This is an optimization exercise on Yosys and OpenROAD, whose aim is small area, a short achievable clock period and few clock cycles per item, not a production implementation. The RTL was checked by simulation tests, not by an equivalence proof against the original design.

==> design/flow/design.v <==
module loop_engine (
    input  wire        clk,
    input  wire        rst,
    input  wire        req_valid,
    output wire        req_ready,
    input  wire [2:0]  req_ch,
    input  wire        req_arm,
    input  wire        req_fired,
    input  wire [2:0]  req_func,
    input  wire [17:0] req_v,
    input  wire [17:0] req_i,
    input  wire [15:0] req_kff,
    input  wire [15:0] req_kp,
    input  wire [15:0] req_ki,
    input  wire [15:0] req_kpc,
    input  wire [15:0] req_kic,
    input  wire [17:0] req_vset,
    input  wire [17:0] req_iset,
    input  wire [15:0] req_z,
    input  wire [15:0] req_gcr,
    input  wire [17:0] req_pset,
    input  wire [16:0] req_vfloor,
    input  wire [15:0] req_gfl,
    input  wire [17:0] req_ihi,
    input  wire [17:0] req_ilo,
    input  wire [17:0] req_vhi,
    input  wire [17:0] req_vlo,
    output reg         resp_valid,
    output reg  [2:0]  resp_ch,
    output reg  [17:0] resp_code,
    output reg  [1:0]  resp_compl,
    output reg         resp_event,
    output reg         resp_clip
);
    localparam [2:0] F_OFF = 3'd0, F_FV = 3'd1, F_FI = 3'd2, F_FVZ = 3'd3,
                     F_CR  = 3'd4, F_CP = 3'd5, F_MV = 3'd6, F_MI  = 3'd7;
    localparam integer DIV_K = 6;
    localparam integer DIV_N = 24 / DIV_K;
    reg        ready_q;
    reg        a_val;
    reg [2:0]  a_ch;
    reg        a_arm, a_fired;
    reg [2:0]  a_func;
    reg [17:0] a_v, a_i;
    reg [15:0] a_kff, a_kp, a_ki, a_kpc, a_kic;
    reg [17:0] a_set;       
    reg [15:0] a_coef;      
    reg [16:0] a_vfl;
    reg [17:0] a_ihi, a_ilo, a_vhi, a_vlo;
    assign req_ready = ready_q;
    wire take = req_valid && ready_q;
    reg [2:0]  d_cnt;
    reg [17:0] d_v;         
    reg [17:0] d_r;         
    reg [23:0] d_q;
    wire a_cp = (a_func == F_CP);
    wire [17:0] a_vabs = a_v[17] ? (~a_v + 18'd1) : a_v;
    wire [17:0] a_pabs = a_set[17] ? (~a_set + 18'd1) : a_set;
    wire a_isdiv = a_cp && (a_vabs >= {1'b0, a_vfl});
    wire d_first = (d_cnt == 3'd0);
    wire d_last  = (d_cnt == DIV_N - 1);
    wire a_adv   = !a_val || !a_isdiv || d_last;
    reg [17:0] dv_r;
    reg [23:0] dv_q;
    reg [17:0] dv_d;
    reg [18:0] dv_t;
    integer s;
    always @* begin
        dv_d = d_first ? a_vabs : d_v;
        dv_r = d_first ? a_pabs : d_r;
        dv_q = d_first ? 24'd0 : d_q;
        for (s = 0; s < DIV_K; s = s + 1) begin
            dv_t = {dv_r, 1'b0} - {1'b0, dv_d};
            dv_q = {dv_q[22:0], !dv_t[18]};
            dv_r = dv_t[18] ? {dv_r[16:0], 1'b0} : dv_t[17:0];
        end
    end
    always @(posedge clk) begin
        if (rst) begin
            ready_q <= 1'b1;
            a_val   <= 1'b0;
            d_cnt   <= 3'd0;
        end else begin
            if (a_val && a_isdiv && !d_last) begin
                d_cnt <= d_cnt + 3'd1;
                d_v   <= dv_d;
                d_r   <= dv_r;
                d_q   <= dv_q;
            end else
                d_cnt <= 3'd0;
            if (take)
                ready_q <= (req_func != F_CP);
            else if (a_val && a_isdiv && !d_last)
                ready_q <= (d_cnt == DIV_N - 2);
            else
                ready_q <= 1'b1;
            if (a_adv)
                a_val <= take;
        end
        if (take) begin
            a_ch    <= req_ch;
            a_arm   <= req_arm;
            a_fired <= req_fired;
            a_func  <= req_func;
            a_v     <= req_v;
            a_i     <= req_i;
            a_kff   <= req_kff;
            a_kp    <= req_kp;
            a_ki    <= req_ki;
            a_kpc   <= req_kpc;
            a_kic   <= req_kic;
            a_set   <= (req_func == F_FI) ? req_iset : (req_func == F_CP) ? req_pset : req_vset;
            a_coef  <= (req_func == F_FVZ) ? req_z : (req_func == F_CR) ? req_gcr :
                       (req_func == F_CP) ? req_gfl : 16'd0;
            a_vfl   <= req_vfloor;
            a_ihi   <= req_ihi;
            a_ilo   <= req_ilo;
            a_vhi   <= req_vhi;
            a_vlo   <= req_vlo;
        end
    end
    wire a_onv = (a_func == F_FV) || (a_func == F_FVZ) || (a_func == F_MI);
    wire [17:0] a_q  = a_onv ? a_v : a_i;
    wire [17:0] a_m  = a_onv ? a_i : a_v;
    wire [17:0] a_lp = a_onv ? a_ihi : a_vhi;
    wire [17:0] a_ln = a_onv ? a_ilo : a_vlo;
    wire signed [17:0] a_smp = (a_func == F_FVZ) ? $signed(a_i) : $signed(a_v);
    wire signed [33:0] a_prod = a_smp * $signed(a_coef);
    wire signed [28:0] a_pm = a_prod[33:5];                
    wire a_big = (a_pabs > a_vabs);
    wire a_eq  = (a_pabs == a_vabs);
    wire [25:0] a_mag = a_big ? 26'h3FFFFFF : a_eq ? 26'h1000000 : {2'b00, dv_q};
    reg        b_val;
    reg [2:0]  b_ch;
    reg        b_arm, b_fired;
    reg [2:0]  b_func;
    reg [28:0] b_pm;
    reg        b_padd;      
    reg [17:0] b_a;         
    reg [17:0] b_ilo;
    reg [17:0] b_q;
    reg [18:0] b_ecp, b_ecn;
    reg        b_entp, b_entn;
    reg [15:0] b_kff, b_kp, b_ki, b_kpc, b_kic;
    always @(posedge clk) begin
        if (rst)
            b_val <= 1'b0;
        else
            b_val <= a_val && a_adv;
        b_ch    <= a_ch;
        b_arm   <= a_arm;
        b_fired <= a_fired;
        b_func  <= a_func;
        b_pm    <= a_isdiv ? {3'd0, a_mag} : a_pm;
        b_padd  <= a_isdiv && !((a_set[17] == a_v[17]));
        b_a     <= (a_func == F_CR || a_func == F_CP) ? a_ihi : a_set;
        b_ilo   <= a_ilo;
        b_q     <= a_q;
        b_ecp   <= {a_lp[17], a_lp} - {a_m[17], a_m};
        b_ecn   <= {a_ln[17], a_ln} - {a_m[17], a_m};
        b_entp  <= ($signed(a_m) >= $signed(a_lp));
        b_entn  <= ($signed(a_m) <= $signed(a_ln));
        b_kff   <= a_kff;
        b_kp    <= a_kp;
        b_ki    <= a_ki;
        b_kpc   <= a_kpc;
        b_kic   <= a_kic;
    end
    localparam signed [29:0] HYST = 30'sd16768;
    reg [1:0] compl_q [0:7];
    wire b_crcp = (b_func == F_CR) || (b_func == F_CP);
    wire b_loop = b_fired && (b_func != F_OFF) && (b_func != F_MV) && (b_func != F_MI);
    wire b_meas = (b_func == F_MV) || (b_func == F_MI);
    wire signed [29:0] b_set24 = {{5{b_a[17]}}, b_a, 7'd0};
    wire signed [29:0] b_ihi24 = {{5{b_a[17]}}, b_a, 7'd0};
    wire signed [29:0] b_ilo24 = {{5{b_ilo[17]}}, b_ilo, 7'd0};
    wire signed [29:0] b_q24   = {{5{b_q[17]}}, b_q, 7'd0};
    wire signed [29:0] b_base  = b_crcp ? 30'sd0 : b_set24;
    wire signed [29:0] b_pm30  = {b_pm[28], b_pm};
    wire signed [29:0] b_x     = b_padd ? (b_base + b_pm30) : (b_base - b_pm30);
    reg signed [29:0] b_r;
    reg               b_clip;
    always @* begin
        b_r    = b_x;
        b_clip = 1'b0;
        if (b_crcp) begin
            if (b_x > b_ihi24) begin
                b_r = b_ihi24; b_clip = 1'b1;
            end else if (b_x < b_ilo24) begin
                b_r = b_ilo24; b_clip = 1'b1;
            end
        end
    end
    wire signed [29:0] b_e = b_r - b_q24;
    wire [1:0] b_cb = b_arm ? 2'd0 : compl_q[b_ch];
    wire b_rel = ((b_cb == 2'd1) && (b_e <= -HYST)) || ((b_cb == 2'd2) && (b_e >= HYST));
    wire [1:0] b_ent = (b_cb != 2'd0) ? 2'd0 : b_entp ? 2'd1 : b_entn ? 2'd2 : 2'd0;
    wire [1:0] b_mode = (b_ent != 2'd0) ? b_ent : ((b_cb != 2'd0) && !b_rel) ? b_cb : 2'd0;
    wire b_main = (b_mode == 2'd0);
    wire signed [29:0] b_ec = (b_mode == 2'd1) ? {{4{b_ecp[18]}}, b_ecp, 7'd0}
                                               : {{4{b_ecn[18]}}, b_ecn, 7'd0};
    wire signed [29:0] b_E = b_main ? b_e : b_ec;
    integer k;
    always @(posedge clk) begin
        if (rst) begin
            for (k = 0; k < 8; k = k + 1)
                compl_q[k] <= 2'd0;
        end else if (b_val) begin
            if (b_loop)
                compl_q[b_ch] <= b_mode;
            else if (b_arm)
                compl_q[b_ch] <= 2'd0;
        end
    end
    localparam [1:0] K_OFF = 2'd0, K_HOLD = 2'd1, K_LAW = 2'd2;
    reg        c_val;
    reg [2:0]  c_ch;
    reg        c_arm;
    reg [1:0]  c_kind;
    reg [1:0]  c_compl;
    reg        c_event, c_clip;
    reg [29:0] c_r, c_E;
    reg [15:0] c_kff, c_k2, c_k3;
    reg        c_rb;        
    reg        c_hp, c_hn;  
    always @(posedge clk) begin
        if (rst)
            c_val <= 1'b0;
        else
            c_val <= b_val;
        c_ch    <= b_ch;
        c_arm   <= b_arm;
        c_kind  <= b_loop ? K_LAW : (b_func == F_OFF) ? K_OFF : K_HOLD;
        c_compl <= b_loop ? b_mode : b_meas ? {b_entn & ~b_entp, b_entp} :
                   (b_func == F_OFF) ? 2'd0 : b_cb;
        c_event <= b_loop && (b_ent != 2'd0);
        c_clip  <= b_crcp && b_clip;
        c_r     <= b_r;
        c_E     <= b_E;
        c_kff   <= b_main ? b_kff : 16'd0;
        c_k2    <= b_main ? b_kp : b_kpc;
        c_k3    <= b_main ? b_ki : b_kic;
        c_rb    <= b_rel || (b_ent != 2'd0);
        c_hp    <= (b_E > 0);
        c_hn    <= b_E[29];
    end
    wire signed [45:0] c_p1 = $signed(c_r) * $signed(c_kff);
    wire signed [45:0] c_p2 = $signed(c_E) * $signed(c_k2);
    wire signed [45:0] c_p3 = $signed(c_E) * $signed(c_k3);
    wire signed [33:0] c_F  = $signed(c_p1[45:12]) + $signed(c_p2[45:12]);
    reg        d_val;
    reg [2:0]  d_ch;
    reg        d_arm;
    reg [1:0]  d_kind;
    reg [1:0]  d_compl;
    reg        d_event, d_clip;
    reg [33:0] d_F;
    reg [33:0] d_K;
    reg        d_rb, d_hp, d_hn;
    always @(posedge clk) begin
        if (rst)
            d_val <= 1'b0;
        else
            d_val <= c_val;
        d_ch    <= c_ch;
        d_arm   <= c_arm;
        d_kind  <= c_kind;
        d_compl <= c_compl;
        d_event <= c_event;
        d_clip  <= c_clip;
        d_F     <= c_F;
        d_K     <= c_p3[45:12];
        d_rb    <= c_rb;
        d_hp    <= c_hp;
        d_hn    <= c_hn;
    end
    localparam signed [35:0] MONE = -36'sd16777216;
    localparam signed [35:0] UMAX = 36'sd16777088;
    reg signed [32:0] integ_q [0:7];
    reg signed [25:0] u_q     [0:7];
    reg        [1:0]  sat_q   [0:7];    
    wire signed [35:0] d_is = d_arm ? 36'sd0 : {{3{integ_q[d_ch][32]}}, integ_q[d_ch]};
    wire signed [35:0] d_ub = d_arm ? 36'sd0 : {{10{u_q[d_ch][25]}}, u_q[d_ch]};
    wire        [1:0]  d_sb = d_arm ? 2'd0 : sat_q[d_ch];
    wire signed [35:0] d_F36 = {{2{d_F[33]}}, d_F};
    wire signed [35:0] d_K36 = {{2{d_K[33]}}, d_K};
    wire d_hold = (d_sb == 2'd1 && d_hp) || (d_sb == 2'd2 && d_hn);
    wire signed [35:0] d_base = d_rb ? (d_ub - d_F36) : d_is;
    wire signed [35:0] d_t    = d_base + d_K36;
    wire signed [35:0] d_tc   = (d_t > UMAX) ? UMAX : (d_t < MONE) ? MONE : d_t;
    wire signed [35:0] d_in   = d_hold ? d_base : d_tc;
    wire signed [35:0] d_uu   = d_F36 + d_in;
    wire        [1:0]  d_sn   = (d_uu > UMAX) ? 2'd1 : (d_uu < MONE) ? 2'd2 : 2'd0;
    wire signed [35:0] d_un   = (d_uu > UMAX) ? UMAX : (d_uu < MONE) ? MONE : d_uu;
    reg        e_val;
    reg [2:0]  e_ch;
    reg [1:0]  e_compl;
    reg        e_event, e_clip, e_off;
    reg [25:0] e_u;
    integer j;
    always @(posedge clk) begin
        if (rst) begin
            e_val <= 1'b0;
            for (j = 0; j < 8; j = j + 1) begin
                integ_q[j] <= 33'sd0;
                u_q[j]     <= 26'sd0;
                sat_q[j]   <= 2'd0;
            end
        end else begin
            e_val <= d_val;
            if (d_val) begin
                if (d_kind == K_LAW) begin
                    integ_q[d_ch] <= d_in[32:0];
                    u_q[d_ch]     <= d_un[25:0];
                    sat_q[d_ch]   <= d_sn;
                end else if (d_arm) begin
                    integ_q[d_ch] <= 33'sd0;
                    u_q[d_ch]     <= 26'sd0;
                    sat_q[d_ch]   <= 2'd0;
                end
            end
        end
        e_ch    <= d_ch;
        e_compl <= d_compl;
        e_event <= d_event;
        e_clip  <= d_clip;
        e_off   <= (d_kind == K_OFF);
        e_u     <= (d_kind == K_LAW) ? d_un[25:0] : d_ub[25:0];
    end
    wire [25:0] e_rnd = e_u + (e_u[25] ? 26'd63 : 26'd64);
    wire [17:0] e_code = e_off ? 18'h20000 : {~e_rnd[24], e_rnd[23:7]};
    always @(posedge clk) begin
        if (rst)
            resp_valid <= 1'b0;
        else
            resp_valid <= e_val;
        resp_ch    <= e_ch;
        resp_code  <= e_code;
        resp_compl <= e_compl;
        resp_event <= e_event;
        resp_clip  <= e_clip;
    end
endmodule
==> design/flow/run.sh <==
#!/bin/bash
# synth_recipe.tcl (not shown) runs the flow's synth.tcl, then flattens the netlist and writes it again
# the make line also repeats each setting of config.mk as NAME=value (left out here)
make -C /OpenROAD-flow-scripts/flow DESIGN_CONFIG=/design/flow/config.mk WORK_HOME=/design/flow/orfs CLKGATE_MAP_FILE= SYNTH_SCRIPT=/design/flow/synth_recipe.tcl finish
==> design/flow/config.mk <==
export PLATFORM = sky130hd
export DESIGN_NAME = loop_engine
export DESIGN_NICKNAME = loop_engine
export VERILOG_FILES = /design/flow/design.v
export SDC_FILE = /design/flow/constraint.sdc
export NUM_CORES = 4
export LEC_CHECK = 0
export CAP_MARGIN = 20
export CORE_MARGIN = 2
export CORE_UTILIZATION = 40
export PLACE_DENSITY = 0.6
export SLEW_MARGIN = 20
==> design/flow/constraint.sdc <==
create_clock -name core_clock -period 26.0 [get_ports {clk}]
set_input_delay 5.2000 -clock core_clock [delete_from_list [all_inputs] [get_ports {clk}]]
set_output_delay 5.2000 -clock core_clock [all_outputs]
set_load 0.01 [all_outputs]
==> results.txt <==
==> through the flow <==
| stage | hold WS, ps | cell area, µm² | instances |
|---|---|---|---|
| finish | 313.0 | 136000 | 16990 |
| global placement | 313.0 | 131000 | 16710 |
| floorplan | 309.6 | 123000 | 12650 |
| detailed placement | 312.1 | 131000 | 16710 |
| global route | 309.1 | 136000 | 16990 |
| CTS | 311.0 | 136000 | 16980 |
==> kinds of logic (layout without fill, tap and decap cells) <==
family                     count (synthesis)  after routing  synth area share [%]
buffers and inverters                   2605           2831                 7.963
AOI/OAI and AO/OA                       1716           1716                 9.189
DFF                                     1287           1287                 27.50
and+or+nand+nor                         3895           3895                 14.74
adders and majority gates               2489           2489                 35.51
muxes                                    198            198                 1.776
xor gates and xnor gates                 464            464                 3.328
other                                      0              8                     0
==> Yosys cell counts, types with 19 or more instances <==
| master | number |
|---|---|
| a221oi_1 | 32 |
| a22oi_1 | 221 |
| o21ai_0 | 343 |
| nand2_1 | 1510 |
| xor2_1 | 156 |
| a21boi_0 | 40 |
| nand2b_1 | 181 |
| or2_2 | 43 |
| a22o_1 | 36 |
| a211oi_1 | 31 |
| or3_1 | 32 |
| buf_1 | 25 |
| nand3_1 | 99 |
| edfxtp_1 | 805 |
| ha_1 | 816 |
| mux2_2 | 111 |
| nor3_1 | 108 |
| fa_1 | 1670 |
| o21ai_1 | 24 |
| xnor2_1 | 305 |
| nor2b_1 | 75 |
| mux2i_1 | 81 |
| nor2_1 | 953 |
| inv_1 | 2045 |
| o211ai_1 | 34 |
| clkbuf_1 | 522 |
| o21a_1 | 102 |
| and2_1 | 648 |
| dfxtp_1 | 482 |
| and3_1 | 63 |
| a21oi_1 | 382 |
| nor4_1 | 19 |
| a31oi_1 | 65 |
| o31ai_1 | 36 |
| o21bai_1 | 53 |
| nand4_1 | 67 |
| or4_1 | 23 |
| a21o_1 | 150 |
==> layer usage <==
layer / vias to the layer above / global-route usage [%]
li1: 40860 / -
met1: 44660 / 32.30
met2: 3379 / 40.61
met3: 574 / 3.302
met4: 6 / 8.577
met5: - / 0
==> worst reg2reg max path: cells and delay by family (launching register included) <==
kind                     cells  cell delay [ps]
AO/OA/AOI/OAI               39            10650
AND/OR/NAND/NOR             28             6080
adder cells (fa/ha/maj)      6             2030
XOR/XNOR                     4             1830
buffers and inverters        6             1140
multiplexers                 3             1050
flip-flops                   1              510
==> how the worst max path moves through the flow <==
stage	to	slack, ps	cells after the start
floorplan	d_r[17]	6220	98
global placement	d_r[4]	2690	87
detailed placement	d_r[12]	2660	86
CTS	d_r[12]	2550	86
global route	d_r[6]	700	89
finish	d_r[12]	2390	86
==> final cells by class <==
class | count | area, µm²
Fill cell | 29380 | 169800
Multi-Input combinational cell | 8762 | 79610
Sequential cell | 1287 | 33850
Inverter | 2049 | 7699
Tap cell | 4100 | 5130
Timing Repair Buffer | 508 | 4707
Clock buffer | 205 | 4262
Clock inverter | 69 | 708.2
Antenna cell | 8 | 20.02
==> sequential cells by signal, summed over array words and instances, names as in the netlist, 19 cells and up <==
register  cells
c_r          30
b_pm         29
b_ecp        19
integ_q     264
b_ecn        19
d_K          34
u_q         208
e_u          26
c_E          30
d_F          34
==> parameters.txt <==
Parameter                              Value

Yosys
  Area leader, netlist ... fa_1
  Total number of yosys warnings ... 1
  Share of synthesized registers carrying an async set or reset ... 0%
  Synthesized Nets ... 15460
  Post-synthesis instance total ... 12650
  Per-instance average area after synthesis ... 9.720 µm²
  Top_reg_cell synth ... edfxtp_1
  Area of the mapped netlist ... 123000 µm²
  Post-synth EDFFs ... 805
  Area contributors post-synth ... fa_1, edfxtp_1, ha_1
  Fraction of synthesized cell area taken by the top area cell type ... 27.18%
  Sequential area share after synthesis ... 27.50%
  Unique cell type count in the Yosys netlist ... 101
  Post-synthesis sequential element count ... 1287

Timing
  Fin worst setup slack ... 2388 ps
  Hold violation total from the final report ... 0
  Worst clock skew ... 52.26 ps
  Number of setup violations in the final report ... 0
  Setup TNS Final ... 0 ps
  RSZ-0062 raised after global routing ... false
  Tcrit/Tclk final ... 90.82%
  Slew Viols, Final ... 0
  Tmin final ... 23610 ps
  Achievable Freq ... 42.35 MHz
  Worst slew slack as a fraction of its limit ... 17.95%
  Slew at the pin with the worst max-slew slack ... 1218 ps

Die
  Starting Density ... 40.22%
  Die area ... 311900 µm²
  Core Region ... 305800 µm²
  Overall die height ... 558.5 µm
  Top-level port count ... 345
  Rows ... 203
  Die Span X ... 558.5 µm

CTS
  Clock latency on the worst-skew pair ... 840 ps
  Number of buffers inserted to repair setup after CTS ... 0
  Number of H-tree levels ... 4
  Max Root-Sink Buffers ... 4
  Cts repair resizes ... 0
  CTS hold repair buffers ... 0
  CTS tree ... yes
  Clock root buffer ... clkbuf_16
  Clock buffers created by TritonCTS ... 151
  Clock slew at the register clock pins of the worst setup and hold paths ... 60 ps
  CTS sink cnt ... 1287

Setup path
  Worst Setup SP ... a_v[3]
  Critical-path cell with the highest stage delay ... o21ai_0
  Worst flop-to-flop path startpoint ... a_v[3]
  Sort of element at the start of the critical path ... flop
  Data arrival time of the critical path ... 24150 ps
  Data required time at the worst endpoint ... 26540 ps
  Worst path max stage delay ... 780 ps
  CP max FO ... 29
  RR Endpoint ... d_r[12]
  Crit path capture type ... flop
  Cell depth of the worst flop-to-flop path ... 86
  Flop-to-flop setup slack ... 2390 ps
  Critical setup path kind ... reg -> reg
  Kind of cell adding the most delay to the critical path ... compound AO/OA/AOI/OAI gates
  WP buf/inv ... 6

Route
  Number of DRC violations after detailed routing ... 0
  Highest metal used ... met5
  Post-route ant nets ... 0
  Met1 wire length ... 157200 µm
  Wire length per cell ... 22.14 µm
  Drt total wl ... 376100 µm
  Met3 wire len ... 26210 µm
  Routed length on met2 ... 177700 µm
  Violation count after the first detailed-routing iteration ... 7311
  Vias ... 89480
  Pre-antenna DRT Iters ... 8
  Via/cell ratio ... 5.267

Layout
  Most used cells in the layout excluding fill and tap cells ... inv_1, fa_1, nand2_1
  Layout cell share with drive strength beyond 1 ... 5.047%
  Area Growth Syn to Fin ... 10.56%
  Leading cell type in the layout, fill and taps excluded ... inv_1
  Utilization of the core after routing ... 44.47%
  Nets ... 15560

Global route
  Combined global-route utilization of all metal layers ... 24.32%
  Vias in the first global route ... 91720
  Wire length of the first global-routing pass ... 573500 µm
  Initial antenna violation count ... 16
  Maximum number of pins on one net before global-route repair ... 127
  Grt ovf ... 0

Placement
  Port-buffer cells ... 344
  Post-placement worst setup slack ... 2662 ps
  Half-perimeter wire length after placement ... 275400 µm
  Routability congestion estimate from global placement ... 0.9248

Min path
  Worst hold path cell count ... 0
  Hold Crit Start ... c_compl[0]
  End point of the most critical hold path ... d_compl[0]
  Worst min-delay path class ... reg -> reg

Flow run
  Max-cap viol count ... 0

Status
  Status ... no timing/DRC/antenna violations
Testbench counts, summed over its fixed seeds: cycles 18,622, items 12,800.

## separate check: timing with driven ports
Ports are ideal in the flow. The routed layout listed here was re-timed in OpenROAD.
Step 1: set_driving_cell puts a clkbuf_16 on clk and a buf_2 on each other input, an assumption about the parent block.
Step 2 moves the port delays by t, midway between the first and last clock arrival at a register: inputs arrive t later, outputs are due t later. That takes back most of the time a late clock gives input paths.
a / b / c = ideal ports / drivers / drivers and shift; a / b = the first two.
t (ns): 0.916
setup WS [ns]: 2.388 / 2.388 / 2.388
latest minus earliest clock arrival (ns): 0.056 / 0.056
After both steps setup and hold are still met in this run. The setup slack of this run moves by 0.000 ns with the drivers and by 0.000 ns with both steps.
